This design comes from an exercise in tuning for small area on the open sky130 flow, not from production work. Only simulation tests tie the RTL to the original design; equivalence was not proved.

$ cat flow/config.mk
export PLATFORM = sky130hd
export DESIGN_NAME = graft_core
export DESIGN_NICKNAME = graft_core
export VERILOG_FILES = /design/flow/design.v
export SDC_FILE = /design/flow/constraint.sdc
export NUM_CORES = 8
export LEC_CHECK = 0
export CAP_MARGIN = 20
export CORE_MARGIN = 2
export CORE_UTILIZATION = 40
export GPL_ROUTABILITY_DRIVEN = 1
export PLACE_DENSITY_LB_ADDON = 0.3
export SLEW_MARGIN = 20
$ cat flow/constraint.sdc
create_clock -name core_clock -period 9.0 [get_ports {clk}]
set_input_delay 1.8000 -clock core_clock [delete_from_list [all_inputs] [get_ports {clk}]]
set_output_delay 1.8000 -clock core_clock [all_outputs]
set_load 0.01 [all_outputs]
$ cat flow/design.v
module aes_sbox (
    input  wire [7:0] a,
    output wire [7:0] y
);
  wire U0=a[7],U1=a[6],U2=a[5],U3=a[4],U4=a[3],U5=a[2],U6=a[1],U7=a[0];
  wire T1=U0^U3, T2=U0^U5, T3=U0^U6, T4=U3^U5, T5=U4^U6, T6=T1^T5, T7=U1^U2, T8=U7^T6;
  wire T9=U7^T7, T10=T6^T7, T11=U1^U5, T12=U2^U5, T13=T3^T4, T14=T6^T11, T15=T5^T11;
  wire T16=T5^T12, T17=T9^T16, T18=U3^U7, T19=T7^T18, T20=T1^T19, T21=U6^U7, T22=T7^T21;
  wire T23=T2^T22, T24=T2^T10, T25=T20^T17, T26=T3^T16, T27=T1^T12;
  wire M1=T13&T6, M2=T23&T8, M3=T14^M1, M4=T19&U7, M5=M4^M1, M6=T3&T16, M7=T22&T9;
  wire M8=T26^M6, M9=T20&T17, M10=M9^M6, M11=T1&T15, M12=T4&T27, M13=M12^M11;
  wire M14=T2&T10, M15=M14^M11, M16=M3^M2, M17=M5^T24, M18=M8^M7, M19=M10^M15;
  wire M20=M16^M13, M21=M17^M15, M22=M18^M13, M23=M19^T25, M24=M22^M23, M25=M22&M20;
  wire M26=M21^M25, M27=M20^M21, M28=M23^M25, M29=M28&M27, M30=M26&M24, M31=M20&M23;
  wire M32=M27&M31, M33=M27^M25, M34=M21&M22, M35=M24&M34, M36=M24^M25, M37=M21^M29;
  wire M38=M32^M33, M39=M23^M30, M40=M35^M36, M41=M38^M40, M42=M37^M39, M43=M37^M38;
  wire M44=M39^M40, M45=M42^M41, M46=M44&T6, M47=M40&T8, M48=M39&U7, M49=M43&T16;
  wire M50=M38&T9, M51=M37&T17, M52=M42&T15, M53=M45&T27, M54=M41&T10, M55=M44&T13;
  wire M56=M40&T23, M57=M39&T19, M58=M43&T3, M59=M38&T22, M60=M37&T20, M61=M42&T1;
  wire M62=M45&T4, M63=M41&T2;
  wire L0=M61^M62, L1=M50^M56, L2=M46^M48, L3=M47^M55, L4=M54^M58, L5=M49^M61;
  wire L6=M62^L5, L7=M46^L3, L8=M51^M59, L9=M52^M53, L10=M53^L4, L11=M60^L2;
  wire L12=M48^M51, L13=M50^L0, L14=M52^M61, L15=M55^L1, L16=M56^L0, L17=M57^L1;
  wire L18=M58^L8, L19=M63^L4, L20=L0^L1, L21=L1^L7, L22=L3^L12, L23=L18^L2;
  wire L24=L15^L9, L25=L6^L10, L26=L7^L9, L27=L8^L10, L28=L11^L14, L29=L11^L17;
  assign y[7]=L6^L24; assign y[6]=~(L16^L26); assign y[5]=~(L19^L28); assign y[4]=L6^L21;
  assign y[3]=L20^L22; assign y[2]=L25^L29; assign y[1]=~(L13^L27); assign y[0]=~(L6^L23);
endmodule
module graft_core (
    input  wire         clk,
    input  wire         rst,             
    input  wire         start,           
    input  wire         op,              
    input  wire         erase,           
    input  wire [255:0] root_key,
    input  wire         root_256,        
    input  wire [7:0]   kind,
    input  wire [63:0]  eui,
    input  wire [7:0]   epoch_rec,       
    input  wire [1:0]   epoch_sc,        
    input  wire         epoch_resolve,   
    output wire         busy,
    output wire         done,
    output wire         nokey,
    output wire [127:0] key_out
);
  function [7:0] xtime;
    input [7:0] b;
    xtime = {b[6:0], 1'b0} ^ (b[7] ? 8'h1b : 8'h00);
  endfunction
  function [5:0] slot_flags;
    input [4:0] r;
    input       k256;
    reg   [4:0] r0;
    begin
      r0 = k256 ? 5'd0 : 5'd4;
      slot_flags = {r >= r0 && r <= 5'd14,
                    r == r0,
                    r == 5'd14,
                    r > r0 && r < 5'd14,
                    r == r0,
                    k256 && r == 5'd1};
    end
  endfunction
  reg         busy_r;
  reg         done_r;
  reg         op_r;
  reg         nokey_pend;   
  reg         k1_valid;
  reg         klen;         
  reg [4:0]   oh;           
  reg [4:0]   rd;           
  reg         f_aes, f_first, f_last, f_mc, f_plo, f_phi;
  reg [39:0]  row0;         
  reg [31:0]  row1;
  reg [31:0]  row2;
  reg [31:0]  row3;
  reg [319:0] kreg;         
  reg [127:0] k1r;          
  reg [1:0]   kph;          
  reg         kuse;         
  reg [1:0]   kpos;         
  assign busy  = busy_r;
  assign done  = done_r;
  assign nokey = nokey_pend;
  wire ph0    = oh[0];
  wire ccyc   = f_aes && !ph0;                 
  wire finish = busy_r && rd == 5'd19 && ph0;  
  wire f_rot  = !klen || !rd[0];               
  wire accept = start && !busy_r;
  wire [31:0] kw0 = kreg[31:0];
  wire [31:0] kw5 = kreg[191:160];
  wire [31:0] kw8 = kreg[287:256];
  wire [31:0] kw9 = kreg[319:288];      
  reg  [7:0] rcon;
  always @(*) begin
    case ({klen, rd})
      {1'b0, 5'd5},  {1'b1, 5'd2}:  rcon = 8'h01;
      {1'b0, 5'd6},  {1'b1, 5'd4}:  rcon = 8'h02;
      {1'b0, 5'd7},  {1'b1, 5'd6}:  rcon = 8'h04;
      {1'b0, 5'd8},  {1'b1, 5'd8}:  rcon = 8'h08;
      {1'b0, 5'd9},  {1'b1, 5'd10}: rcon = 8'h10;
      {1'b0, 5'd10}, {1'b1, 5'd12}: rcon = 8'h20;
      {1'b0, 5'd11}, {1'b1, 5'd14}: rcon = 8'h40;
      {1'b0, 5'd12}:                rcon = 8'h80;
      {1'b0, 5'd13}:                rcon = 8'h1b;
      {1'b0, 5'd14}:                rcon = 8'h36;
      default:                      rcon = 8'h00;
    endcase
  end
  wire [3:0] plo = {4{f_plo}} & oh[3:0];
  wire [3:0] phi = {4{f_phi}} & oh[3:0];
  wire [31:0] pword = ({32{plo[0]}} & root_key[255:224]) | ({32{plo[1]}} & root_key[223:192]) |
                      ({32{plo[2]}} & root_key[191:160]) | ({32{plo[3]}} & root_key[159:128]) |
                      ({32{phi[0]}} & root_key[127:96])  | ({32{phi[1]}} & root_key[95:64]) |
                      ({32{phi[2]}} & root_key[63:32])   | ({32{phi[3]}} & root_key[31:0]);
  wire        portw = f_plo || f_phi;
  wire [31:0] diag  = {row0[7:0], row1[7:0], row2[7:0], row3[7:0]};
  wire [31:0] sb_in = ph0 ? kw8 : diag;
  wire [31:0] sb_out;
  genvar gi;
  generate
    for (gi = 0; gi < 4; gi = gi + 1) begin : g_sbox
      aes_sbox u_sbox (.a(sb_in[8*gi +: 8]), .y(sb_out[8*gi +: 8]));
    end
  endgenerate
  wire [31:0] kf    = ({32{ph0 &&  f_rot}} & ({sb_out[23:0], sb_out[31:24]} ^ {rcon, 24'd0})) |
                      ({32{ph0 && !f_rot}} & sb_out) |
                      ({32{!ph0}} & kw9);
  wire [31:0] khead = klen ? kw0 : kw5;
  wire [31:0] kin   = pword | ((khead ^ kf) & {32{!portw}});
  wire        lwr  = busy_r && !op_r && f_last && !ph0;        
  wire [3:0]  ksel = {4{kuse}} & (4'd1 << kpos);
  wire [31:0] lw_k = ({32{ksel[0]}} & k1r[31:0])  | ({32{ksel[1]}} & k1r[63:32]) |
                     ({32{ksel[2]}} & k1r[95:64]) | ({32{ksel[3]}} & k1r[127:96]);
  wire        ln31 = (ksel[3] & k1r[31]) | (ksel[0] & k1r[63]) |   
                     (ksel[1] & k1r[95]) | (ksel[2] & k1r[127]);
  wire        l3   = oh[4];                                     
  wire [31:0] k1w  = {lw_k[30:0], ln31} ^ {24'd0, l3 & ln31, 4'd0, l3 & ln31, l3 & ln31, 1'b0};
  wire [7:0]  a0 = sb_out[31:24], a1 = sb_out[23:16], a2 = sb_out[15:8], a3 = sb_out[7:0];
  wire [7:0]  p01 = a0 ^ a1, p12 = a1 ^ a2, p23 = a2 ^ a3;
  wire [7:0]  tt = p01 ^ p23;
  wire [7:0]  u0 = tt ^ xtime(p01), u1 = tt ^ xtime(p12), xt = xtime(tt);
  wire [31:0] u = {u0, u1, u0 ^ xt, u1 ^ xt};
  wire [31:0] col = (f_first ? diag ^ k1w : sb_out) ^ kw9 ^ (u & {32{f_mc}});
  wire [1:0] ep_d    = epoch_sc - epoch_rec[1:0];
  wire       ep_dec  = ep_d == 2'd3 && epoch_rec[1:0] == 2'd0;
  wire       ep_inc  = ep_d != 2'd3 && epoch_sc < epoch_rec[1:0];
  wire [5:0] ep_up   = epoch_rec[7:2] + {{5{ep_dec}}, ep_inc | ep_dec};
  wire [7:0] ep_full = epoch_resolve ? {ep_up, epoch_sc} : epoch_rec;
  wire [127:0] msg  = {8'h01, 8'h59, 8'h4c, kind, 8'h00, eui, ep_full, 8'h00, 8'h80};
  wire [127:0] init = (op && !busy_r) ? msg : 128'd0;
  wire         load = accept || (finish && nokey_pend);
  function [7:0] bsel;
    input [127:0] x;
    input integer c;
    input integer r;
    bsel = x[127 - 8*(4*c + r) -: 8];
  endfunction
  wire [39:0] init0 = {bsel(init, 3, 0), bsel(init, 2, 0), bsel(init, 1, 0), bsel(init, 0, 0), 8'd0};
  wire [31:0] init1 = {bsel(init, 2, 1), bsel(init, 1, 1), bsel(init, 0, 1), bsel(init, 3, 1)};
  wire [31:0] init2 = {bsel(init, 1, 2), bsel(init, 0, 2), bsel(init, 3, 2), bsel(init, 2, 2)};
  wire [31:0] init3 = {bsel(init, 0, 3), bsel(init, 3, 3), bsel(init, 2, 3), bsel(init, 1, 3)};
  assign key_out = {row0[7:0],   row1[31:24], row2[23:16], row3[15:8],
                    row0[15:8],  row1[7:0],   row2[31:24], row3[23:16],
                    row0[23:16], row1[15:8],  row2[7:0],   row3[31:24],
                    row0[31:24], row1[23:16], row2[15:8],  row3[7:0]};
  always @(posedge clk) begin
    kreg <= {kin, kreg[319:32]};
    k1r  <= {lwr ? col : k1r[31:0], k1r[127:32]};
    kph  <= (lwr && oh[1]) ? 2'd1 : kph + 2'd1;
    if (ccyc) begin
      row0 <= {col[31:24], row0[39:8]};
      row1 <= {col[23:16], row1[31:8]};
      row2 <= {col[15:8],  row2[31:8]};
      row3 <= {col[7:0],   row3[31:8]};
    end else if (load) begin
      row0 <= init0;
      row1 <= init1;
      row2 <= init2;
      row3 <= init3;
    end else begin
      row0 <= {row0[7:0],  row0[39:8]};
      row1 <= {row1[7:0],  row1[31:8]};
      row2 <= {row2[15:0], row2[31:16]};
      row3 <= {row3[23:0], row3[31:24]};
    end
  end
  always @(posedge clk) begin
    if (busy_r && !rst && !erase) begin
      oh <= {oh[3:0], oh[4]};
      if (oh[4]) begin
        rd <= rd + 5'd1;
        {f_aes, f_first, f_last, f_mc, f_plo, f_phi} <= slot_flags(rd + 5'd1, klen);
      end
    end else begin
      oh <= 5'b00001;
      rd <= 5'd0;
      {f_aes, f_first, f_last, f_mc, f_plo, f_phi} <= slot_flags(5'd0, root_256);
    end
    if (accept) begin
      op_r       <= op;
      klen       <= root_256;
      nokey_pend <= op && !k1_valid;
      kuse       <= op;
      kpos       <= 2'd2 - kph;
    end
    if (rst || erase) begin
      busy_r   <= 1'b0;
      done_r   <= 1'b0;
      k1_valid <= 1'b0;
    end else begin
      done_r <= finish;
      if (accept)
        busy_r <= 1'b1;
      else if (finish) begin
        busy_r <= 1'b0;
        if (!op_r)
          k1_valid <= 1'b1;
      end
    end
  end
endmodule
$ cat flow/flow/run.sh
#!/bin/bash
# Layout flow: the standard ORFS flow (standard.sh) with these changes:
#  - synthesis maps logic with an area-oriented ABC script (flow/abc_area.script)
#    instead of ORFS's delay-oriented one; everything else in the synthesis
#    script (synth_recipe.tcl, hence the registers) is unchanged;
#  - every input and output port still gets a buffer, a buf_1 instead of the
#    clkdlybuf4s50_1 that buffer_ports picks by default;
#  - clock tree synthesis clusters up to 16 flip-flops (50 um across) per
#    clkbuf_8 and inserts no dummy loads.
# Each tool writes its full log under orfs/logs/ (ORFS), and this script's
# own output goes to flow_run.log.
set -euo pipefail
W=$(pwd)
exec > >(tee -a "$W/flow_run.log") 2>&1

{
  echo 'proc abc {args} {'
  echo '  set i [lsearch -exact $args -script]'
  echo "  if {\$i >= 0} { lset args [expr {\$i + 1}] $W/flow/abc_area.script }"
  echo '  yosys abc {*}$args'
  echo '}'
  cat "$W/synth_recipe.tcl"
} > "$W/synth_area.tcl"

sed -e "s#SYNTH_SCRIPT=[^ ]*#SYNTH_SCRIPT=$W/synth_area.tcl BUFFER_PORTS_ARGS='-buffer_cell sky130_fd_sc_hd__buf_1' CTS_ARGS='-sink_clustering_enable -repair_clock_nets -dont_use_dummy_load -sink_clustering_size 16 -sink_clustering_max_diameter 50 -buf_list {sky130_fd_sc_hd__clkbuf_8}'#" \
    "$W/standard.sh" > "$W/standard_area.sh"
grep -n 'make ' "$W/standard_area.sh"
bash "$W/standard_area.sh" > "$W/standard_area.log" 2>&1
echo "flow done"
$ cat flow/flow/abc_area.script
strash
dch -f
amap
strash
dch -f
amap
$ cat flow/standard.sh
#!/bin/bash
# synth_recipe.tcl (not shown) runs the flow's synth.tcl, then flattens the netlist and writes it again
# the make line also repeats each setting of config.mk as NAME=value (left out here)
make -C /OpenROAD-flow-scripts/flow DESIGN_CONFIG=/design/flow/config.mk WORK_HOME=/design/flow/orfs CLKGATE_MAP_FILE= SYNTH_SCRIPT=/design/flow/synth_recipe.tcl "${@:-finish}"
==> results.sh, run 1 <==
export IMPL_outcome="timing/DRC/antenna clean"
export IMPL_cts_sinks=609
export IMPL_min_path_type="reg2reg"
export IMPL_clockBufferDepth=3
export IMPL_routedWlPerCell_um=20.7
export IMPL_setup_viol=0
export IMPL_fin_crit_ns=8.38
export IMPL_fillers=5770
export IMPL_layout_worst_path_cycle_share_pct=93.1
export IMPL_globalRouteOverflowTotal=0
export IMPL_syn2layout_area_growth_pct=18.9
export IMPL_max_freq_mhz=119
export IMPL_synthMostInstantiatedCell="dfxtp_1"
export IMPL_slew_viol_final=0
export IMPL_yosysWarnings=1
export IMPL_core_area_sq_mm=0.0588
export IMPL_syn_area_per_cell_sq_um=8.78
export IMPL_ys_flop_type="dfxtp_1"
export IMPL_grt_pass1_wl_mm=122
export IMPL_vias=22700
export IMPL_place_area_sq_mm=0.0270
export IMPL_post_cts_buffers=0
export IMPL_io_buffers=475
export IMPL_grt_pass1_vias=19700
export IMPL_grt_use_total_pct=26.2
export IMPL_syn_inst=2696
export IMPL_root_buffer="clkbuf_8"
export IMPL_cts_made_buffers=54
export IMPL_drtIter0Drc=2409
export IMPL_synth_common_cells="dfxtp_1, nor2_1, clkinv_1, o22ai_1, a21oi_1"
export IMPL_hold_viol=0
export IMPL_ys_seq_area_share_pct=51.8
export IMPL_max_cap_viol_count=0
export IMPL_end_kind="register"
export IMPL_synthArstFlopShare_pct=0
export IMPL_worstSetupStartpointType="register"
export IMPL_cts_tree="done"
export IMPL_cp_max_fo=28
export IMPL_seq_area_sq_mm=0.0123
export IMPL_viasPerCell=5.58
export IMPL_dpl_worst_slack_ns=0.0994
export IMPL_multi_input_area_sq_mm=0.0105
export IMPL_grt_max_degree=63
export IMPL_synth_fp_nets=3065
export IMPL_drive_gt1_share_pct=7.21
export IMPL_r2r_slack_ns=0.62
export IMPL_start_util_pct=40.3
export IMPL_synth_top_area_share_pct=50.8
export IMPL_path_class="reg2reg"
export IMPL_dieHeight_um=247
export IMPL_synth_area_top_cells="dfxtp_1, o22ai_1, nor2_1"
export IMPL_dieArea_sq_mm=0.0611
export IMPL_ant_nets=0
export IMPL_cp_data_arrival_time_ns=8.89
export IMPL_final_area_sq_mm=0.0281
export IMPL_insertion_delay_ns=0.68
export IMPL_nets=3658
export IMPL_setup_ws_ns=0.623
export IMPL_synth_edf_count=8
export IMPL_syn_cell_area_sq_mm=0.0237
export IMPL_gp_congestion=0.997
export IMPL_drt_pass1_iter_count=8
export IMPL_fp_row_count=89
export IMPL_die_w_um=247
export IMPL_drc_errors=0
export IMPL_critPathMaxStageDelay_ns=0.51
export IMPL_antenna_found_initial=2
export IMPL_worstPathRequired_ns=9.51
export IMPL_synth_distinct_cells=38
export IMPL_hold_buffers=0
export IMPL_cts_clk_slew_worst_paths_ns=0.10
export IMPL_num_io_pins=476
export IMPL_routed_wl_mm=84.2
export IMPL_dp_hpwl_mm=64.7
export IMPL_worst_path_max_delay_cell="o21ai_0"
export IMPL_slew_headroom_pct=29.6
export IMPL_fin_skew_ns=0.0763
export IMPL_ys_seq_elements=609
export IMPL_h_tree_depth=2
export IMPL_fin_setup_tns_ns=0
export IMPL_worst_pin_slew_ns=1.06
export IMPL_yosysTopAreaCell="dfxtp_1"
-- what timing repair did --
action	CTS	global route
resized for setup	1	98
endpoints found under the setup margin	1	65
pin swaps	0	1
-- worst paths after layout --
kind / from / to / depth (start not counted)
worst max register to register: oh[0] / row3[24] / 35
worst min-delay path: kreg[224] / kreg[192] / 0
worst max-delay path: oh[0] / row3[24] / 35
worst min register to register: kreg[224] / kreg[192] / 0
-- registers in the layout, summed over array words and instances (netlist names), 2 cells and up --
name  cells
oh        5
row0     40
row2     32
row1     32
kpos      2
rd        5
row3     32
kreg    320
k1r     128
kph       2
-- per-stage QoR --
| stage | util [%] | hold slack, ns | cells |
|---|---|---|---|
| 6_report | 47.9 | 0.289 | 4063 |
| 5_1_grt | 47.9 | 0.308 | 4061 |
| 4_1_cts | 47.2 | 0.292 | 4060 |
| 3_5_place_dp | 45.9 | 0.312 | 4006 |
| 3_3_place_gp | 45.9 | 0.310 | 4006 |
| 2_1_floorplan | - | 0.310 | 2696 |
-- logic make-up (layout without fill, tap and decap cells) --
family	after synthesis	count (layout)	share of synthesized area, %
flip-flops	609	609	51.8
other	0	3	0
adder cells (fa/ha/maj)	24	24	1.33
AO/OA/AOI/OAI	1067	1067	29.4
buffers and inverters	330	921	5.74
XOR/XNOR	10	10	0.370
AND/OR/NAND/NOR	656	656	11.3
-- metal layers --
metal,vias to the layer above,global-route usage [%],wire length [um]
li1,11200,-,-
met1,10400,38.9,39300
met2,1020,39.4,35900
met3,121,4.17,6930
met4,0,6.41,2090
met5,-,0,0
-- layout make-up --
class                   instances  share of cell area (%)
diodes                          3                  0.0267
clock buffers                  54                    2.64
inverters                     297                    3.98
multi-input cells            1757                    37.3
flip-flops and latches        609                    43.6
well taps                     773                    3.44
repair buffers                570                    8.96
-- cells in the final DEF (no fill, tap or decap), types with 5 or more instances in the layout --
cell / count
a211oi_1: 44
a21oi_1: 214
a21oi_2: 20
a221o_1: 9
a221oi_1: 23
a222oi_1: 103
a22o_1: 58
a22oi_1: 61
a31oi_1: 7
buf_1: 475
buf_4: 93
clkbuf_8: 54
clkinv_1: 293
dfxtp_1: 600
edfxtp_1: 8
ha_1: 22
nand2_1: 186
nand3_1: 22
nand4_1: 9
nand4b_1: 11
nor2_1: 368
nor2_4: 9
nor2b_1: 32
nor3_1: 5
o21ai_0: 171
o21ai_1: 22
o221ai_1: 13
o22ai_1: 264
o22ai_2: 33
o31ai_1: 5
xnor2_1: 6
-- worst max-delay path, delay by kind of cell (launching register included) --
family / cells / cell delay [ns]
flip-flops: 1 / 0.39
AND/OR/NAND/NOR: 8 / 0.90
AO/OA/AOI/OAI: 18 / 5.03
buffers and inverters: 9 / 1.87
==> inputs of run 2 (changes only) <==
--- a/flow/flow/run.sh
+++ b/flow/flow/run.sh
@@ -3,7 +3,9 @@
 #  - synthesis maps logic with an area-oriented ABC script (flow/abc_area.script)
-#    instead of ORFS's delay-oriented one; everything else in the synthesis
-#    script (synth_recipe.tcl, hence the registers) is unchanged;
+#    instead of ORFS's delay-oriented one, and leaves half and full adders
+#    and carry chains to ABC too (no ADDER_MAP_FILE, no Kogge-Stone extra map);
+#    everything else in the synthesis script (synth_recipe.tcl, hence the
+#    registers) is unchanged;
 #  - every input and output port still gets a buffer, a buf_1 instead of the
 #    clkdlybuf4s50_1 that buffer_ports picks by default;
-#  - clock tree synthesis clusters up to 16 flip-flops (50 um across) per
+#  - clock tree synthesis clusters up to 18 flip-flops (55 um across) per
 #    clkbuf_8 and inserts no dummy loads.
@@ -24,3 +26,3 @@
 
-sed -e "s#SYNTH_SCRIPT=[^ ]*#SYNTH_SCRIPT=$W/synth_area.tcl BUFFER_PORTS_ARGS='-buffer_cell sky130_fd_sc_hd__buf_1' CTS_ARGS='-sink_clustering_enable -repair_clock_nets -dont_use_dummy_load -sink_clustering_size 16 -sink_clustering_max_diameter 50 -buf_list {sky130_fd_sc_hd__clkbuf_8}'#" \
+sed -e "s#SYNTH_SCRIPT=[^ ]*#SYNTH_SCRIPT=$W/synth_area.tcl BUFFER_PORTS_ARGS='-buffer_cell sky130_fd_sc_hd__buf_1' ADDER_MAP_FILE= SYNTH_OPERATIONS_ARGS=-noshare CTS_ARGS='-sink_clustering_enable -repair_clock_nets -dont_use_dummy_load -sink_clustering_size 18 -sink_clustering_max_diameter 55 -buf_list {sky130_fd_sc_hd__clkbuf_8}'#" \
     "$W/standard.sh" > "$W/standard_area.sh"
--- a/flow/config.mk
+++ b/flow/config.mk
@@ -12,2 +12,3 @@
 export PLACE_DENSITY_LB_ADDON = 0.3
+export SETUP_SLACK_MARGIN = -0.15
 export SLEW_MARGIN = 20
==> results.sh, run 2 <==
export IMPL_gp_congestion=1.04
export IMPL_setup_viol=0
export IMPL_syn_inst=2687
export IMPL_slew_headroom_pct=17.1
export IMPL_grt_use_total_pct=27.3
export IMPL_die_w_um=246
export IMPL_path_class="reg2reg"
export IMPL_syn2layout_area_growth_pct=17.7
export IMPL_synth_edf_count=8
export IMPL_layout_commonest_cell="dfxtp_1"
export IMPL_worst_path_max_delay_cell="dfxtp_1"
export IMPL_hold_depth=0
export IMPL_ant_nets=0
export IMPL_fillers=5648
export IMPL_cts_tree="done"
export IMPL_synth_distinct_cells=39
export IMPL_ys_seq_elements=609
export IMPL_vias=22700
export IMPL_cp_max_fo=31
export IMPL_max_freq_mhz=118
export IMPL_final_area_sq_mm=0.0276
export IMPL_num_io_pins=476
export IMPL_start_util_pct=40.6
export IMPL_drt_pass1_iter_count=13
export IMPL_min_to="kreg[89]"
export IMPL_r2r_end="k1r[101]"
export IMPL_outcome="timing/DRC/antenna clean"
export IMPL_synth_fp_nets=3032
export IMPL_multi_input_area_sq_mm=0.0101
export IMPL_cts_resized=0
export IMPL_yosysTopAreaCell="dfxtp_1"
export IMPL_hp_start="kreg[121]"
export IMPL_min_path_type="reg2reg"
export IMPL_synth_top_area_share_pct=51.3
export IMPL_fin_crit_ns=8.47
export IMPL_fp_row_count=88
export IMPL_syn_cell_area_sq_mm=0.0235
export IMPL_post_cts_buffers=0
export IMPL_end_kind="register"
export IMPL_cp_data_arrival_time_ns=9.04
export IMPL_hold_buffers=0
export IMPL_cts_sinks=609
export IMPL_grt_pass1_vias=19900
export IMPL_antenna_found_initial=4
export IMPL_viasPerCell=5.64
export IMPL_regMostFlops="kreg"
export IMPL_slew_viol_final=0
export IMPL_clockBufferDepth=3
export IMPL_cts_made_buffers=53
export IMPL_io_buffers=475
export IMPL_layout_worst_path_cycle_share_pct=94.1
export IMPL_routedWlPerCell_um=21.5
export IMPL_dieHeight_um=246
export IMPL_ys_flop_type="dfxtp_1"
export IMPL_utilization_pct=47.8
export IMPL_root_buffer="clkbuf_8"
export IMPL_h_tree_depth=2
export IMPL_worst_pin_slew_ns=1.24
export IMPL_globalRouteOverflowTotal=0
export IMPL_worstSetupStartpointType="register"
export IMPL_cts_clk_slew_worst_paths_ns=0.10
export IMPL_synth_common_cells="dfxtp_1, nor2_1, clkinv_1"
export IMPL_grt_max_degree=63
export IMPL_hold_viol=0
export IMPL_drtIter0Drc=2768
export IMPL_seq_area_sq_mm=0.0123
export IMPL_syn_area_per_cell_sq_um=8.73
export IMPL_fin_skew_ns=0.0699
export IMPL_synthMostInstantiatedCell="dfxtp_1"
export IMPL_rsz0062_at_grt="true"
export IMPL_dp_hpwl_mm=64.6
export IMPL_reg_top3="kreg (320), k1r (128), row0 (40)"
export IMPL_insertion_delay_ns=0.70
export IMPL_mostFrequentLayoutCells="dfxtp_1, buf_1, nor2_1"
export IMPL_hold_slack_ns=0.278
export IMPL_largest_register_ffs=320
export IMPL_crit_path_frequent_cell="clkinv_1"
export IMPL_routed_wl_mm=86.5
export IMPL_drc_errors=0
export IMPL_r2r_slack_ns=0.53
export IMPL_synth_area_top_cells="dfxtp_1, o22ai_1, nor2_1"
export IMPL_place_area_sq_mm=0.0266
export IMPL_nets=3607
export IMPL_synthArstFlopShare_pct=0
export IMPL_yosysWarnings=1
export IMPL_reg2regPathDepth=39
export IMPL_dieArea_sq_mm=0.0606
export IMPL_r2r_start="oh[0]"
export IMPL_max_cap_viol_count=0
export IMPL_ys_seq_area_share_pct=52.3
export IMPL_drive_gt1_share_pct=5.92
export IMPL_core_area_sq_mm=0.0578
export IMPL_grt_pass1_wl_mm=124
export IMPL_worstPathRequired_ns=9.58
export IMPL_critPathMaxStageDelay_ns=0.36
==> run 2: layout make-up <==
type,count,area share (%)
sequential,609,44.4
multi-input combinational,1747,36.7
timing repair buffer,553,8.69
inverter,298,4.10
tap,765,3.47
clock buffer,53,2.64
antenna,1,0.00906
==> run 2: cells by family (layout without fill, tap and decap cells) <==
group / count (synthesis) / in the layout / synth area share, %
buffers and inverters: 331 / 904 / 5.81
DFF: 609 / 609 / 52.3
xor gates and xnor gates: 8 / 8 / 0.299
and+or+nand+nor: 680 / 680 / 12.0
AOI/OAI and AO/OA: 1059 / 1059 / 29.6
other: 0 / 1 / 0
==> run 2: worst max path at each step <==
stage                      from       end  slack (ns)  depth (start not counted)
final                     oh[0]  k1r[101]        0.53                         39
after global routing      oh[0]  k1r[107]       -0.28                         45
after CTS                 oh[0]   k1r[97]       -0.04                         45
after detailed placement  oh[0]   k1r[97]       -0.04                         43
after global placement    oh[0]   k1r[97]        0.17                         45
after floorplan           oh[0]  row3[31]       -0.14                         42
==> run 2: layer usage <==
metal  track usage (%)  vias up  part of all wire (%)
li1                  -    11100                     -
met4              8.68        0                   2.9
met5                 0        -                     0
met1              40.1    10300                    45
met3              5.37      154                    10
met2              39.8     1154                    42
==> run 2: worst max-delay path: cells and delay by family, from the launching register on <==
kind	cells	cell delay, ns
AOI/OAI and AO/OA	19	4.63
DFF	1	0.36
buffers and inverters	12	2.12
and+or+nand+nor	7	0.88
xor gates and xnor gates	1	0.34
==> run 2: metrics by stage <==
step,instances,TNS [ns],setup WS (ns)
after floorplan,2687,-0.420,-0.144
after global placement,3971,0,0.166
after detailed placement,3971,-0.0587,-0.0419
after CTS,4024,-0.0466,-0.0393
after global routing,4026,-3.35,-0.276
final,4026,0,0.534
==> inputs of run 3 (changes only) <==
--- a/flow/config.mk
+++ b/flow/config.mk
@@ -12,3 +12,3 @@
 export PLACE_DENSITY_LB_ADDON = 0.3
-export SETUP_SLACK_MARGIN = -0.15
+export SETUP_SLACK_MARGIN = -0.25
 export SLEW_MARGIN = 20
==> results.sh, run 3 <==
export IMPL_max_freq_mhz=117
export IMPL_synth_edf_count=8
export IMPL_fp_row_count=88
export IMPL_grt_pass1_vias=19900
export IMPL_dpl_worst_slack_ns=-0.0419
export IMPL_syn_cell_area_sq_mm=0.0235
export IMPL_grt_use_met2_pct=39.8
export IMPL_largest_register_ffs=320
export IMPL_synth_common_cells="dfxtp_1, nor2_1, clkinv_1"
export IMPL_layout_worst_path_cycle_share_pct=94.9
export IMPL_cp_top_family="compound AO/OA/AOI/OAI gates"
export IMPL_synth_distinct_cells=39
export IMPL_placedCellCount=3971
export IMPL_gp_congestion=1.04
export IMPL_routedWlPerCell_um=21.5
export IMPL_drtIter0Drc=2637
export IMPL_yosysTopAreaCell="dfxtp_1"
export IMPL_fin_skew_ns=0.0721
export IMPL_ys_flop_type="dfxtp_1"
export IMPL_dieHeight_um=246
export IMPL_setup_viol=0
export IMPL_r2r_end="k1r[101]"
export IMPL_use_met1_pct=40.1
export IMPL_worstSetupStartpointType="register"
export IMPL_cp_depth=39
export IMPL_grt_max_degree=63
export IMPL_synth_fp_nets=3032
export IMPL_slew_headroom_pct=16.4
export IMPL_min_path_type="reg2reg"
export IMPL_fin_crit_ns=8.54
export IMPL_syn_area_per_cell_sq_um=8.73
export IMPL_h_tree_depth=2
export IMPL_core_area_sq_mm=0.0578
export IMPL_drive_gt1_share_pct=5.49
export IMPL_min_to="kreg[89]"
export IMPL_start_util_pct=40.6
export IMPL_cts_tree="done"
export IMPL_busiest_layer="met1"
export IMPL_hold_buffers=0
export IMPL_regMostFlops="kreg"
export IMPL_max_cap_viol_count=0
export IMPL_vias=22700
export IMPL_path_buf_inv=12
export IMPL_cts_made_buffers=53
export IMPL_hold_depth=0
export IMPL_critPathMaxStageDelay_ns=0.39
export IMPL_worstPathRequired_ns=9.57
export IMPL_root_buffer="clkbuf_8"
export IMPL_worst_pin_slew_ns=1.25
export IMPL_path_class="reg2reg"
export IMPL_grt_pass1_wl_mm=124
export IMPL_yosysWarnings=1
export IMPL_hp_start="kreg[121]"
export IMPL_fin_cells=4027
export IMPL_grt_met3_usage_pct=5.37
export IMPL_cts_clk_slew_worst_paths_ns=0.10
export IMPL_routed_wl_mm=86.5
export IMPL_num_io_pins=476
export IMPL_worst_path_max_delay_cell="o22ai_1"
export IMPL_syn_inst=2687
export IMPL_r2r_slack_ns=0.46
export IMPL_slew_viol_final=0
export IMPL_cts_sinks=609
export IMPL_rsz0062_at_grt="true"
export IMPL_synthMostInstantiatedCell="dfxtp_1"
export IMPL_globalRouteOverflowTotal=0
export IMPL_dp_hpwl_mm=64.6
export IMPL_synth_top_area_share_pct=51.3
export IMPL_end_kind="register"
export IMPL_hold_viol=0
export IMPL_clockBufferDepth=3
export IMPL_ant_nets=0
export IMPL_ys_seq_area_share_pct=52.3
export IMPL_reg_top3="kreg (320), k1r (128), row0 (40)"
export IMPL_drt_pass1_iter_count=9
export IMPL_setup_ws_ns=0.456
export IMPL_reg2regPathDepth=39
export IMPL_synth_area_top_cells="dfxtp_1, o22ai_1, nor2_1"
export IMPL_layout_commonest_cell="dfxtp_1"
export IMPL_cp_max_fo=31
export IMPL_r2r_start="oh[0]"
export IMPL_cp_data_arrival_time_ns=9.12
export IMPL_synthArstFlopShare_pct=0
export IMPL_grt_use_total_pct=27.3
export IMPL_nets=3607
export IMPL_syn2layout_area_growth_pct=17.4
export IMPL_mostFrequentLayoutCells="dfxtp_1, buf_1, nor2_1"
export IMPL_viasPerCell=5.63
export IMPL_die_w_um=246
export IMPL_crit_path_frequent_cell="clkinv_1"
export IMPL_ys_seq_elements=609
export IMPL_outcome="timing/DRC/antenna clean"
export IMPL_fin_setup_tns_ns=0
export IMPL_antenna_found_initial=4
export IMPL_post_cts_buffers=0
export IMPL_drc_errors=0
export IMPL_io_buffers=475
export IMPL_insertion_delay_ns=0.70
export IMPL_dieArea_sq_mm=0.0606
## run 3: metrics by stage
step / cell area, sq um / util (%) / hold WS, ns
final: 27600 / 47.7 / 0.279
after global routing: 27500 / 47.7 / 0.293
after CTS: 27400 / 47.3 / 0.280
after detailed placement: 26600 / 46.1 / 0.312
after global placement: 26600 / 46.1 / 0.310
after floorplan: 23500 / - / 0.310
## run 3: worst max path at each step
| stage | slack, ns | to | start |
|---|---|---|---|
| 6_report | 0.46 | k1r[101] | oh[0] |
| 2_1_floorplan | -0.14 | row3[31] | oh[0] |
| 3_3_place_gp | 0.17 | k1r[97] | oh[0] |
| 3_5_place_dp | -0.04 | k1r[97] | oh[0] |
| 4_1_cts | -0.04 | k1r[97] | oh[0] |
| 5_1_grt | -0.34 | row3[31] | oh[0] |
## run 3: cell families after synthesis
group	synth area share (%)
AOI/OAI and AO/OA	29.6
xor gates and xnor gates	0.299
buffers and inverters	5.81
DFF	52.3
and+or+nand+nor	12.0
## run 3: worst reg2reg max path: cells and delay by family (launching register included)
family / cells / cell delay [ns]
simple gates: 7 / 0.85
xor+xnor: 1 / 0.34
compound gates: 19 / 4.72
buf+inv: 12 / 2.18
flops: 1 / 0.36
## run 3: layout make-up
class | count | area, sq um
clock buffer | 53 | 729
tap | 765 | 957
inverter | 298 | 1130
antenna | 2 | 5.00
sequential | 609 | 12300
fill | 5650 | 30300
multi-input combinational | 1747 | 10100
timing repair buffer | 553 | 2400
## run 3: timing repair
action	CTS	global route
hold endpoints to repair	0	0
resized for setup	0	42
setup endpoints to repair	0	65
## run 3: layer usage
layer,vias up,wire length [um]
met4,0,2520
met3,149,8600
met2,1119,36000
met5,-,0
li1,11100,-
met1,10300,39300
==> inputs of run 4 (changes only) <==
--- a/flow/config.mk
+++ b/flow/config.mk
@@ -12,3 +12,2 @@
 export PLACE_DENSITY_LB_ADDON = 0.3
-export SETUP_SLACK_MARGIN = -0.25
 export SLEW_MARGIN = 20
==> results.sh, run 4 <==
export IMPL_grt_use_total_pct=27.0
export IMPL_num_io_pins=476
export IMPL_vias=22600
export IMPL_yosysTopAreaCell="dfxtp_1"
export IMPL_min_path_type="reg2reg"
export IMPL_cp_data_arrival_time_ns=8.90
export IMPL_ys_seq_area_share_pct=52.3
export IMPL_worstPathRequired_ns=9.52
export IMPL_hold_viol=0
export IMPL_setup_viol=0
export IMPL_mostFrequentLayoutCells="dfxtp_1, buf_1, nor2_1"
export IMPL_cts_clk_slew_worst_paths_ns=0.09
export IMPL_slew_headroom_pct=28.4
export IMPL_reg2regPathDepth=39
export IMPL_critPathMaxStageDelay_ns=0.41
export IMPL_crit_path_end="k1r[101]"
export IMPL_worst_path_max_delay_cell="dfxtp_2"
export IMPL_drt_pass1_iter_count=9
export IMPL_synthMostInstantiatedCell="dfxtp_1"
export IMPL_ys_seq_elements=609
export IMPL_drtIter0Drc=2449
export IMPL_cts_tree="done"
export IMPL_layout_commonest_cell="dfxtp_1"
export IMPL_fp_row_count=88
export IMPL_dieArea_sq_mm=0.0606
export IMPL_h_tree_depth=2
export IMPL_setup_ws_ns=0.614
export IMPL_outcome="timing/DRC/antenna clean"
export IMPL_synth_fp_nets=3032
export IMPL_r2r_slack_ns=0.61
export IMPL_largest_register_ffs=320
export IMPL_io_buffers=475
export IMPL_r2r_end="k1r[101]"
export IMPL_ys_flop_type="dfxtp_1"
export IMPL_clockBufferDepth=3
export IMPL_reg_top3="kreg (320), k1r (128), row0 (40)"
export IMPL_max_freq_mhz=119
export IMPL_syn2layout_area_growth_pct=17.4
export IMPL_fin_crit_ns=8.39
export IMPL_post_cts_buffers=0
export IMPL_dieHeight_um=246
export IMPL_fillers=5695
export IMPL_cts_made_buffers=49
export IMPL_slew_viol_final=0
export IMPL_syn_area_per_cell_sq_um=8.73
export IMPL_routedWlPerCell_um=21.3
export IMPL_seq_area_sq_mm=0.0123
export IMPL_end_kind="register"
export IMPL_yosysWarnings=1
export IMPL_root_buffer="clkbuf_8"
export IMPL_synthArstFlopShare_pct=0
export IMPL_grt_pass1_wl_mm=123
export IMPL_layout_worst_path_cycle_share_pct=93.2
export IMPL_syn_cell_area_sq_mm=0.0235
export IMPL_nets=3606
export IMPL_start_util_pct=40.6
export IMPL_grt_max_degree=80
export IMPL_dp_hpwl_mm=65.6
export IMPL_regMostFlops="kreg"
export IMPL_fin_skew_ns=0.0750
export IMPL_synth_common_cells="dfxtp_1, nor2_1, clkinv_1"
export IMPL_path_class="reg2reg"
export IMPL_synth_edf_count=8
export IMPL_synth_area_top_cells="dfxtp_1, o22ai_1, nor2_1"
export IMPL_antenna_found_initial=4
export IMPL_ant_nets=0
export IMPL_synth_distinct_cells=39
export IMPL_r2r_start="oh[0]"
export IMPL_multi_input_area_sq_mm=0.0101
export IMPL_hold_buffers=0
export IMPL_synth_top_area_share_pct=51.3
export IMPL_globalRouteOverflowTotal=0
export IMPL_gp_congestion=0.977
export IMPL_cts_sinks=609
export IMPL_dpl_worst_slack_ns=0.116
export IMPL_core_area_sq_mm=0.0578
export IMPL_cp_max_fo=33
export IMPL_syn_inst=2687
export IMPL_drive_gt1_share_pct=5.68
export IMPL_drc_errors=0
export IMPL_routed_wl_mm=85.9
export IMPL_viasPerCell=5.63
export IMPL_grt_pass1_vias=19800
export IMPL_crit_start="oh[0]"
export IMPL_utilization_pct=47.7
export IMPL_die_w_um=246
export IMPL_crit_path_frequent_cell="clkinv_1"
export IMPL_max_cap_viol_count=0
export IMPL_worst_pin_slew_ns=1.07
export IMPL_cts_resized=0
export IMPL_insertion_delay_ns=0.67
export IMPL_worstSetupStartpointType="register"
## run 4: changes by cell type in the layout (fill, tap and decap cells not counted), moves of 4 or more
| cell | change |
|---|---|
| o21ai_0 | -5 |
| clkbuf_8 | -4 |
| o21ai_1 | +4 |
| o22ai_1 | -4 |
| a21oi_1 | -4 |
## run 4: how the worst min path moves through the flow
stage	start	endpoint	slack, ns	depth (start not counted)
2_1_floorplan	kreg[32]	kreg[0]	0.31	0
3_3_place_gp	kreg[132]	kreg[100]	0.31	0
3_5_place_dp	kreg[155]	kreg[123]	0.31	0
4_1_cts	kreg[205]	kreg[173]	0.29	0
5_1_grt	kreg[205]	kreg[173]	0.29	0
6_report	kreg[238]	kreg[206]	0.29	0
## run 4: layer usage
layer  vias to the layer above  GRT usage (%)  part of all wire (%)
met5                         -              0                     0
met4                         0           7.50                   2.6
met3                       128           5.36                   9.3
met2                      1048           39.4                    42
met1                     10400           40.1                    46
li1                      11100              -                     -
## run 4: critical path: cells and delay by family, from the launching register on
| family | cells | cell delay (ns) |
|---|---|---|
| compound gates | 19 | 4.61 |
| simple gates | 7 | 0.81 |
| buf+inv | 12 | 2.00 |
| flops | 1 | 0.41 |
| xor+xnor | 1 | 0.37 |
## run 4: cells by family after synthesis
family / Yosys count / share of synthesized area (%)
compound gates: 1059 / 29.6
xor+xnor: 8 / 0.299
buf+inv: 331 / 5.81
flops: 609 / 52.3
simple gates: 680 / 12.0
## run 4: area by class of cell
class / count / share of cell area [%]
sequential: 609 / 44.6
multi-input combinational: 1747 / 36.7
antenna: 1 / 0.00908
timing repair buffer: 556 / 8.77
tap: 765 / 3.47
inverter: 298 / 4.09
clock buffer: 49 / 2.45
## run 4: stage by stage
stage / std cells / hold slack [ns] / setup TNS (ns) / cell area [sq um]
final: 4025 / 0.290 / 0 / 27500
after CTS: 4024 / 0.291 / 0 / 27300
after detailed placement: 3975 / 0.312 / 0 / 26700
after global routing: 4025 / 0.292 / -0.0168 / 27500
after floorplan: 2687 / 0.310 / 0 / 23500
after global placement: 3975 / 0.310 / 0 / 26700
==> inputs of run 5 (changes only) <==
--- a/flow/flow/run.sh
+++ b/flow/flow/run.sh
@@ -26,3 +26,3 @@
 
-sed -e "s#SYNTH_SCRIPT=[^ ]*#SYNTH_SCRIPT=$W/synth_area.tcl BUFFER_PORTS_ARGS='-buffer_cell sky130_fd_sc_hd__buf_1' ADDER_MAP_FILE= SYNTH_OPERATIONS_ARGS=-noshare CTS_ARGS='-sink_clustering_enable -repair_clock_nets -dont_use_dummy_load -sink_clustering_size 18 -sink_clustering_max_diameter 55 -buf_list {sky130_fd_sc_hd__clkbuf_8}'#" \
+sed -e "s#SYNTH_SCRIPT=[^ ]*#SYNTH_SCRIPT=$W/synth_area.tcl BUFFER_PORTS_ARGS='-buffer_cell sky130_fd_sc_hd__buf_1' ADDER_MAP_FILE= SYNTH_OPERATIONS_ARGS=-noshare CTS_ARGS='-sink_clustering_enable -repair_clock_nets -dont_use_dummy_load -sink_clustering_size 10 -sink_clustering_max_diameter 40 -buf_list {sky130_fd_sc_hd__clkbuf_4 sky130_fd_sc_hd__clkbuf_8}'#" \
     "$W/standard.sh" > "$W/standard_area.sh"
==> results.sh, run 5 <==
export IMPL_gp_congestion=0.977
export IMPL_drc_errors=0
export IMPL_nets=3645
export IMPL_critPathMaxStageDelay_ns=0.42
export IMPL_synth_simple_gate_area_share_pct=12.0
export IMPL_num_io_pins=476
export IMPL_cp_top_family="compound AO/OA/AOI/OAI gates"
export IMPL_dpl_worst_slack_ns=0.116
export IMPL_drt_pass1_iter_count=6
export IMPL_ys_flop_type="dfxtp_1"
export IMPL_cp_depth=37
export IMPL_mostFrequentLayoutCells="dfxtp_1, buf_1, nor2_1"
export IMPL_synth_distinct_cells=39
export IMPL_ys_seq_elements=609
export IMPL_synthMostInstantiatedCell="dfxtp_1"
export IMPL_worstSetupStartpointType="register"
export IMPL_hold_buffers=0
export IMPL_ys_seq_area_share_pct=52.3
export IMPL_fin_cells=4063
export IMPL_cp_data_arrival_time_ns=8.94
export IMPL_multi_input_area_sq_mm=0.0101
export IMPL_hold_viol=0
export IMPL_fin_skew_ns=0.0772
export IMPL_antenna_found_initial=2
export IMPL_routedWlPerCell_um=21.3
export IMPL_synth_area_mux_share_pct=0
export IMPL_syn2layout_area_growth_pct=19.8
export IMPL_layout_commonest_cell="dfxtp_1"
export IMPL_drtIter0Drc=2595
export IMPL_busiest_layer="met1"
export IMPL_synth_top_family_by_area="compound AO/OA/AOI/OAI gates"
export IMPL_synthArstFlopShare_pct=0
export IMPL_insertion_delay_ns=0.69
export IMPL_cts_tree="done"
export IMPL_clockBufferDepth=3
export IMPL_drive_gt1_share_pct=6.94
export IMPL_synth_adder_area_share_pct=0
export IMPL_grt_met3_usage_pct=5.81
export IMPL_synth_top_area_share_pct=51.3
export IMPL_placedCellCount=3975
export IMPL_worst_path_max_delay_cell="nor2_1"
export IMPL_min_path_type="reg2reg"
export IMPL_crit_path_frequent_cell="o22ai_1"
export IMPL_syn_inst=2687
export IMPL_grt_max_degree=80
export IMPL_hold_depth=0
export IMPL_dieArea_sq_mm=0.0606
export IMPL_cts_sinks=609
export IMPL_viasPerCell=5.65
export IMPL_fillers=5654
export IMPL_cts_resized=0
export IMPL_synth_common_cells="dfxtp_1, nor2_1, clkinv_1"
export IMPL_seq_area_sq_mm=0.0123
export IMPL_layout_worst_path_cycle_share_pct=93.9
export IMPL_grt_pass1_vias=20200
export IMPL_grt_pass1_wl_mm=125
export IMPL_synth_xor_area_share_pct=0.299
export IMPL_grt_use_total_pct=27.3
export IMPL_synth_fp_nets=3032
export IMPL_cts_made_buffers=88
export IMPL_cts_clk_slew_worst_paths_ns=0.07
export IMPL_path_class="reg2reg"
export IMPL_dieHeight_um=246
export IMPL_fp_row_count=88
export IMPL_worstPathRequired_ns=9.49
export IMPL_ant_nets=0
export IMPL_synth_compound_area_share_pct=29.6
export IMPL_max_cap_viol_count=0
export IMPL_grt_use_met2_pct=39.5
export IMPL_end_kind="register"
export IMPL_h_tree_depth=3
export IMPL_max_freq_mhz=118
export IMPL_setup_viol=0
export IMPL_synth_edf_count=8
export IMPL_slew_viol_final=0
export IMPL_syn_area_per_cell_sq_um=8.73
export IMPL_reg_top3="kreg (320), k1r (128), row0 (40)"
export IMPL_hold_slack_ns=0.295
export IMPL_path_buf_inv=11
export IMPL_start_util_pct=40.6
export IMPL_routed_wl_mm=86.7
export IMPL_outcome="timing/DRC/antenna clean"
export IMPL_setup_ws_ns=0.547
export IMPL_fin_crit_ns=8.45
export IMPL_worst_pin_slew_ns=1.09
export IMPL_dp_hpwl_mm=65.6
export IMPL_syn_cell_area_sq_mm=0.0235
export IMPL_post_cts_buffers=0
export IMPL_core_area_sq_mm=0.0578
export IMPL_slew_headroom_pct=27.1
export IMPL_yosysTopAreaCell="dfxtp_1"
export IMPL_vias=23000
export IMPL_globalRouteOverflowTotal=0
export IMPL_regMostFlops="kreg"
export IMPL_insertedDiodeCount=0
export IMPL_die_w_um=246
export IMPL_use_met1_pct=40.1
export IMPL_root_buffer="clkbuf_8"
export IMPL_largest_register_ffs=320
export IMPL_yosysWarnings=1
export IMPL_synth_area_top_cells="dfxtp_1, o22ai_1, nor2_1"
export IMPL_io_buffers=475
export IMPL_reg2regPathDepth=37
export IMPL_cp_max_fo=33
run 5: cell types whose count changed in the layout (fill, tap and decap cells not counted), sizes merged:
cell	previous run	this run
clkbuf	49	88
diode	1	0
run 5: per-layer routing:
| layer | wire length [um] | share of wire (%) |
|---|---|---|
| met1 | 40100 | 46 |
| met2 | 36400 | 42 |
| met3 | 7900 | 9.1 |
| met4 | 2390 | 2.8 |
| met5 | 0 | 0 |
run 5: kinds of logic (layout without fill, tap and decap cells):
family	after synthesis	after routing
AO/OA/AOI/OAI	1059	1059
AND/OR/NAND/NOR	680	680
flip-flops	609	609
buffers and inverters	331	942
XOR/XNOR	8	8
run 5: final cells by class:
class / instances / area share (%)
Multi-Input combinational cell: 1747 / 36.0
Sequential cell: 609 / 43.7
Inverter: 298 / 4.01
Timing Repair Buffer: 556 / 8.60
Tap cell: 765 / 3.41
Clock buffer: 88 / 4.31
run 5: final timing paths:
check | slack, ns | to | startpoint
setup / recovery | 0.55 | k1r[97] | oh[0]
hold reg to reg | 0.29 | kreg[111] | kreg[143]
hold / removal | 0.29 | kreg[111] | kreg[143]
setup reg to reg | 0.55 | k1r[97] | oh[0]
run 5: metrics by stage:
stage,util (%),area [sq um],TNS [ns]
3_5_place_dp,46.1,26700,0
5_1_grt,48.6,28100,-0.117
2_1_floorplan,-,23500,0
6_report,48.6,28100,0
4_1_cts,48.2,27900,0
3_3_place_gp,46.1,26700,0
run 5: worst register-to-register path: cells and delay by family, from the launching register on:
kind / cells / cell delay (ns)
compound gates: 21 / 5.22
buf+inv: 11 / 1.85
flops: 1 / 0.41
simple gates: 5 / 0.77
==> inputs of run 6 (changes only) <==
--- a/flow/flow/run.sh
+++ b/flow/flow/run.sh
@@ -26,3 +26,3 @@
 
-sed -e "s#SYNTH_SCRIPT=[^ ]*#SYNTH_SCRIPT=$W/synth_area.tcl BUFFER_PORTS_ARGS='-buffer_cell sky130_fd_sc_hd__buf_1' ADDER_MAP_FILE= SYNTH_OPERATIONS_ARGS=-noshare CTS_ARGS='-sink_clustering_enable -repair_clock_nets -dont_use_dummy_load -sink_clustering_size 10 -sink_clustering_max_diameter 40 -buf_list {sky130_fd_sc_hd__clkbuf_4 sky130_fd_sc_hd__clkbuf_8}'#" \
+sed -e "s#SYNTH_SCRIPT=[^ ]*#SYNTH_SCRIPT=$W/synth_area.tcl BUFFER_PORTS_ARGS='-buffer_cell sky130_fd_sc_hd__buf_1' ADDER_MAP_FILE= SYNTH_OPERATIONS_ARGS=-noshare CTS_ARGS='-sink_clustering_enable -repair_clock_nets -dont_use_dummy_load -sink_clustering_size 9 -sink_clustering_max_diameter 35 -buf_list {sky130_fd_sc_hd__clkbuf_4}'#" \
     "$W/standard.sh" > "$W/standard_area.sh"
==> results.sh, run 6 <==
export IMPL_yosysWarnings=1
export IMPL_seq_area_sq_mm=0.0123
export IMPL_drive_gt1_share_pct=7.16
export IMPL_routed_wl_mm=86.5
export IMPL_multi_input_area_sq_mm=0.0101
export IMPL_cts_sinks=609
export IMPL_syn_area_per_cell_sq_um=8.73
export IMPL_reg_top3="kreg (320), k1r (128), row0 (40)"
export IMPL_end_kind="register"
export IMPL_synth_area_mux_share_pct=0
export IMPL_slew_viol_final=0
export IMPL_syn2layout_area_growth_pct=17.8
export IMPL_worst_pin_slew_ns=1.07
export IMPL_grt_max_degree=80
export IMPL_path_buf_inv=11
export IMPL_synth_xor_area_share_pct=0.299
export IMPL_syn_inst=2687
export IMPL_grt_use_total_pct=27.3
export IMPL_grt_pass1_vias=20100
export IMPL_max_cap_viol_count=0
export IMPL_synthMostInstantiatedCell="dfxtp_1"
export IMPL_nets=3657
export IMPL_start_util_pct=40.6
export IMPL_drtIter0Drc=2472
export IMPL_min_path_type="reg2reg"
export IMPL_cp_top_family="compound AO/OA/AOI/OAI gates"
export IMPL_dieArea_sq_mm=0.0606
export IMPL_num_io_pins=476
export IMPL_synth_top_area_share_pct=51.3
export IMPL_antenna_found_initial=3
export IMPL_largest_register_ffs=320
export IMPL_setup_viol=0
export IMPL_synth_fp_nets=3032
export IMPL_hold_viol=0
export IMPL_dieHeight_um=246
export IMPL_cp_max_fo=33
export IMPL_mostFrequentLayoutCells="dfxtp_1, buf_1, nor2_1"
export IMPL_cts_clk_slew_worst_paths_ns=0.08
export IMPL_fin_skew_ns=0.102
export IMPL_root_buffer="clkbuf_4"
export IMPL_synth_edf_count=8
export IMPL_synth_distinct_cells=39
export IMPL_synth_area_top_cells="dfxtp_1, o22ai_1, nor2_1"
export IMPL_drc_errors=0
export IMPL_yosysTopAreaCell="dfxtp_1"
export IMPL_cp_data_arrival_time_ns=9.04
export IMPL_ant_nets=0
export IMPL_synth_compound_area_share_pct=29.6
export IMPL_clockBufferDepth=3
export IMPL_cts_made_buffers=100
export IMPL_dp_hpwl_mm=65.6
export IMPL_globalRouteOverflowTotal=0
export IMPL_layout_commonest_cell="dfxtp_1"
export IMPL_path_class="reg2reg"
export IMPL_synth_top_family_by_area="compound AO/OA/AOI/OAI gates"
export IMPL_hold_buffers=0
export IMPL_worstSetupStartpointType="register"
export IMPL_h_tree_depth=3
export IMPL_worst_path_max_delay_cell="dfxtp_2"
export IMPL_drt_pass1_iter_count=8
export IMPL_outcome="timing/DRC/antenna clean"
export IMPL_dpl_worst_slack_ns=0.116
export IMPL_max_freq_mhz=120
export IMPL_insertion_delay_ns=0.88
export IMPL_crit_path_frequent_cell="o22ai_1"
export IMPL_slew_headroom_pct=28.7
export IMPL_setup_ws_ns=0.636
export IMPL_fillers=5727
export IMPL_grt_pass1_wl_mm=124
export IMPL_ys_flop_type="dfxtp_1"
export IMPL_viasPerCell=5.64
export IMPL_post_cts_buffers=0
export IMPL_cts_tree="done"
export IMPL_routedWlPerCell_um=21.2
export IMPL_fp_row_count=88
export IMPL_ys_seq_area_share_pct=52.3
export IMPL_fin_setup_tns_ns=0
export IMPL_core_area_sq_mm=0.0578
export IMPL_ys_seq_elements=609
export IMPL_synthArstFlopShare_pct=0
export IMPL_die_w_um=246
export IMPL_vias=23000
export IMPL_critPathMaxStageDelay_ns=0.40
export IMPL_io_buffers=475
export IMPL_synth_simple_gate_area_share_pct=12.0
export IMPL_gp_congestion=0.977
export IMPL_layout_worst_path_cycle_share_pct=92.9
export IMPL_regMostFlops="kreg"
export IMPL_worstPathRequired_ns=9.68
export IMPL_syn_cell_area_sq_mm=0.0235
export IMPL_synth_common_cells="dfxtp_1, nor2_1, clkinv_1"
export IMPL_fin_crit_ns=8.36
export IMPL_synth_adder_area_share_pct=0
export IMPL_cts_resized=0
[run 6: cell counts after synthesis]
No cell type changed its count.
[run 6: worst paths after layout]
kind	startpoint	end	slack, ns	depth (start not counted)
min reg2reg	kreg[119]	kreg[87]	0.29	0
min	kreg[119]	kreg[87]	0.29	0
max reg2reg	oh[0]	k1r[97]	0.64	37
max	oh[0]	k1r[97]	0.64	37
[run 6: kinds of logic (layout without fill, tap and decap cells)]
group / Yosys count / count (layout)
compound gates: 1059 / 1059
xor+xnor: 8 / 8
buf+inv: 331 / 954
flops: 609 / 609
other cells: 0 / 1
simple gates: 680 / 680
[run 6: area by class of cell]
type                    count  area share, %
clock buffers             100           2.72
multi-input cells        1747           36.6
well taps                 765           3.46
diodes                      1        0.00906
flip-flops and latches    609           44.4
inverters                 298           4.08
repair buffers            556           8.75
[run 6: routing by layer]
metal	share of wire, %	vias to the layer above	GRT usage, %
met5	0	-	0
met4	2.7	0	8.56
met3	9.5	142	5.68
met2	42	1094	39.5
met1	46	10500	40.1
li1	-	11200	-
[run 6: through the flow]
step | cell area (sq um) | cells | utilization [%] | hold WS (ns)
detailed placement | 26700 | 3975 | 46.1 | 0.312
finish | 27600 | 4076 | 47.8 | 0.287
global route | 27600 | 4076 | 47.8 | 0.283
floorplan | 23500 | 2687 | - | 0.310
CTS | 27400 | 4075 | 47.4 | 0.284
global placement | 26700 | 3975 | 46.1 | 0.310
==> inputs of run 7 (changes only) <==
--- a/flow/flow/run.sh
+++ b/flow/flow/run.sh
@@ -26,3 +26,3 @@
 
-sed -e "s#SYNTH_SCRIPT=[^ ]*#SYNTH_SCRIPT=$W/synth_area.tcl BUFFER_PORTS_ARGS='-buffer_cell sky130_fd_sc_hd__buf_1' ADDER_MAP_FILE= SYNTH_OPERATIONS_ARGS=-noshare CTS_ARGS='-sink_clustering_enable -repair_clock_nets -dont_use_dummy_load -sink_clustering_size 9 -sink_clustering_max_diameter 35 -buf_list {sky130_fd_sc_hd__clkbuf_4}'#" \
+sed -e "s#SYNTH_SCRIPT=[^ ]*#SYNTH_SCRIPT=$W/synth_area.tcl BUFFER_PORTS_ARGS='-buffer_cell sky130_fd_sc_hd__buf_1' ADDER_MAP_FILE= SYNTH_OPERATIONS_ARGS=-noshare CTS_ARGS='-sink_clustering_enable -repair_clock_nets -dont_use_dummy_load -sink_clustering_size 10 -sink_clustering_max_diameter 40 -buf_list {sky130_fd_sc_hd__clkbuf_4}'#" \
     "$W/standard.sh" > "$W/standard_area.sh"
==> results.sh, run 7 <==
export IMPL_min_path_type="reg2reg"
export IMPL_h_tree_depth=3
export IMPL_outcome="timing/DRC/antenna clean"
export IMPL_cts_clk_slew_worst_paths_ns=0.10
export IMPL_utilization_pct=47.7
export IMPL_num_io_pins=476
export IMPL_cp_max_fo=33
export IMPL_clockBufferDepth=3
export IMPL_routedWlPerCell_um=21.3
export IMPL_dp_hpwl_mm=65.6
export IMPL_reg_top3="kreg (320), k1r (128), row0 (40)"
export IMPL_vias=22900
export IMPL_drt_pass1_iter_count=8
export IMPL_synth_edf_count=8
export IMPL_syn_area_per_cell_sq_um=8.73
export IMPL_slew_viol_final=0
export IMPL_synth_simple_gate_area_share_pct=12.0
export IMPL_drtIter0Drc=2507
export IMPL_path_class="reg2reg"
export IMPL_place_area_sq_mm=0.0267
export IMPL_largest_register_ffs=320
export IMPL_crit_path_frequent_cell="clkinv_1"
export IMPL_grt_met3_usage_pct=5.60
export IMPL_cp_data_arrival_time_ns=9.13
export IMPL_final_area_sq_mm=0.0275
export IMPL_layout_commonest_cell="dfxtp_1"
export IMPL_yosysTopAreaCell="dfxtp_1"
export IMPL_synth_distinct_cells=39
export IMPL_gp_congestion=0.977
export IMPL_end_kind="register"
export IMPL_critPathMaxStageDelay_ns=0.42
export IMPL_globalRouteOverflowTotal=0
export IMPL_layout_worst_path_cycle_share_pct=93.8
export IMPL_worstSetupStartpointType="register"
export IMPL_ys_seq_elements=609
export IMPL_routed_wl_mm=86.5
export IMPL_yosysWarnings=1
export IMPL_setup_viol=0
export IMPL_synth_adder_area_share_pct=0
export IMPL_cp_top_family="compound AO/OA/AOI/OAI gates"
export IMPL_die_w_um=246
export IMPL_grt_use_met2_pct=39.4
export IMPL_synthArstFlopShare_pct=0
export IMPL_rsz0062_at_grt="true"
export IMPL_fp_row_count=88
export IMPL_dieArea_sq_mm=0.0606
export IMPL_synth_xor_area_share_pct=0.299
export IMPL_use_met1_pct=40.2
export IMPL_syn_cell_area_sq_mm=0.0235
export IMPL_root_buffer="clkbuf_4"
export IMPL_max_cap_viol_count=0
export IMPL_io_buffers=475
export IMPL_grt_pass1_wl_mm=124
export IMPL_setup_ws_ns=0.554
export IMPL_synth_area_top_cells="dfxtp_1, o22ai_1, nor2_1"
export IMPL_regMostFlops="kreg"
export IMPL_mostFrequentLayoutCells="dfxtp_1, buf_1, nor2_1"
export IMPL_hold_viol=0
export IMPL_synth_top_family_by_area="compound AO/OA/AOI/OAI gates"
export IMPL_hold_buffers=0
export IMPL_fin_skew_ns=0.0965
export IMPL_cts_made_buffers=88
export IMPL_max_freq_mhz=118
export IMPL_drc_errors=0
export IMPL_dpl_worst_slack_ns=0.116
export IMPL_slew_headroom_pct=28.2
export IMPL_worstPathRequired_ns=9.69
export IMPL_viasPerCell=5.63
export IMPL_grt_pass1_vias=20100
export IMPL_synth_compound_area_share_pct=29.6
export IMPL_worst_pin_slew_ns=1.07
export IMPL_synthMostInstantiatedCell="dfxtp_1"
export IMPL_ys_flop_type="dfxtp_1"
export IMPL_drive_gt1_share_pct=6.88
export IMPL_ys_seq_area_share_pct=52.3
export IMPL_r2r_slack_ns=0.55
export IMPL_synth_fp_nets=3032
export IMPL_cts_tree="done"
export IMPL_core_area_sq_mm=0.0578
export IMPL_nets=3645
export IMPL_start_util_pct=40.6
export IMPL_insertion_delay_ns=0.85
export IMPL_syn2layout_area_growth_pct=17.4
export IMPL_cts_sinks=609
export IMPL_busiest_layer="met1"
export IMPL_ant_nets=0
export IMPL_grt_use_total_pct=27.3
export IMPL_fin_crit_ns=8.45
export IMPL_synth_common_cells="dfxtp_1, nor2_1, clkinv_1"
export IMPL_synth_top_area_share_pct=51.3
export IMPL_antenna_found_initial=3
export IMPL_dieHeight_um=246
export IMPL_synth_area_mux_share_pct=0
export IMPL_path_buf_inv=12
export IMPL_worst_path_max_delay_cell="dfxtp_2"
export IMPL_grt_max_degree=80
export IMPL_syn_inst=2687
## run 7: cell count changes in the layout (fill, tap and decap cells not counted), sizes merged
cell,previous run,this run
clkbuf,100,88
## run 7: cell families after synthesis
kind of cell / Yosys count
compound gates: 1059
simple gates: 680
buf+inv: 331
xor+xnor: 8
flops: 609
## run 7: final timing paths
kind | start | to | cells after the start
setup reg to reg | oh[0] | k1r[101] | 39
hold / removal | kreg[143] | kreg[111] | 0
setup / recovery | oh[0] | k1r[101] | 39
hold reg to reg | kreg[143] | kreg[111] | 0
## run 7: area by class of cell
cell class | count | area (sq um)
timing repair buffer | 556 | 2420
sequential | 609 | 12300
tap | 765 | 957
antenna | 1 | 2.50
clock buffer | 88 | 661
multi-input combinational | 1747 | 10100
fill | 5717 | 30300
inverter | 298 | 1130
## run 7: timing repair
action / CTS / global route
resized for setup: 1 / 58
hold endpoints to repair: 0 / 0
buffers inserted: 0 / 0
setup endpoints to repair: 1 / 68
## run 7: per-stage QoR
step | hold WS [ns] | TNS (ns) | cells
after floorplan | 0.310 | 0 | 2687
after global placement | 0.310 | 0 | 3975
after detailed placement | 0.312 | 0 | 3975
after CTS | 0.279 | 0 | 4063
after global routing | 0.283 | -0.0766 | 4064
final | 0.286 | 0 | 4064
## run 7: routing by layer
layer / part of all wire [%] / vias up
li1: - / 11200
met3: 9.2 / 124
met2: 42 / 1057
met5: 0 / -
met4: 2.5 / 0
met1: 46 / 10500

## static timing again, ports no longer ideal
The flow's constraints put no driver on any port. The routed layouts listed below were extracted and timed again, unchanged, in two steps. Step 1 (the two cells are an assumption about what drives the block):
set clk [get_ports {clk}]
set_driving_cell -lib_cell sky130_fd_sc_hd__clkbuf_16 $clk
set_driving_cell -lib_cell sky130_fd_sc_hd__buf_2 [delete_from_list [all_inputs] $clk]
Step 2 times the ports against the registers' clock, not the clock port: input delays grow and output delays shrink by t, the midpoint of the rising clock arrivals with the driver on. Three values: ideal ports, drivers, drivers and shift; two values: the first two.
| run | t (ns) | setup WS [ns] | worst setup path at the end | worst data-port slew with drivers (ns) |
|---|---|---|---|---|
| run 1 | 0.701 | 0.623 / 0.623 / 0.623 | register to register | 0.09 |
| run 2 | 0.724 | 0.534 / 0.534 / 0.534 | register to register | 0.12 |
| run 3 | 0.723 | 0.456 / 0.456 / 0.456 | register to register | 0.13 |
| run 4 | 0.690 | 0.614 / 0.614 / 0.614 | register to register | 0.12 |
| run 5 | 0.703 | 0.547 / 0.547 / 0.547 | register to register | 0.12 |
| run 6 | 0.879 | 0.636 / 0.636 / 0.636 | register to register | 0.11 |
| run 7 | 0.857 | 0.554 / 0.554 / 0.554 | register to register | 0.12 |
After both steps every run listed still meets setup and hold.
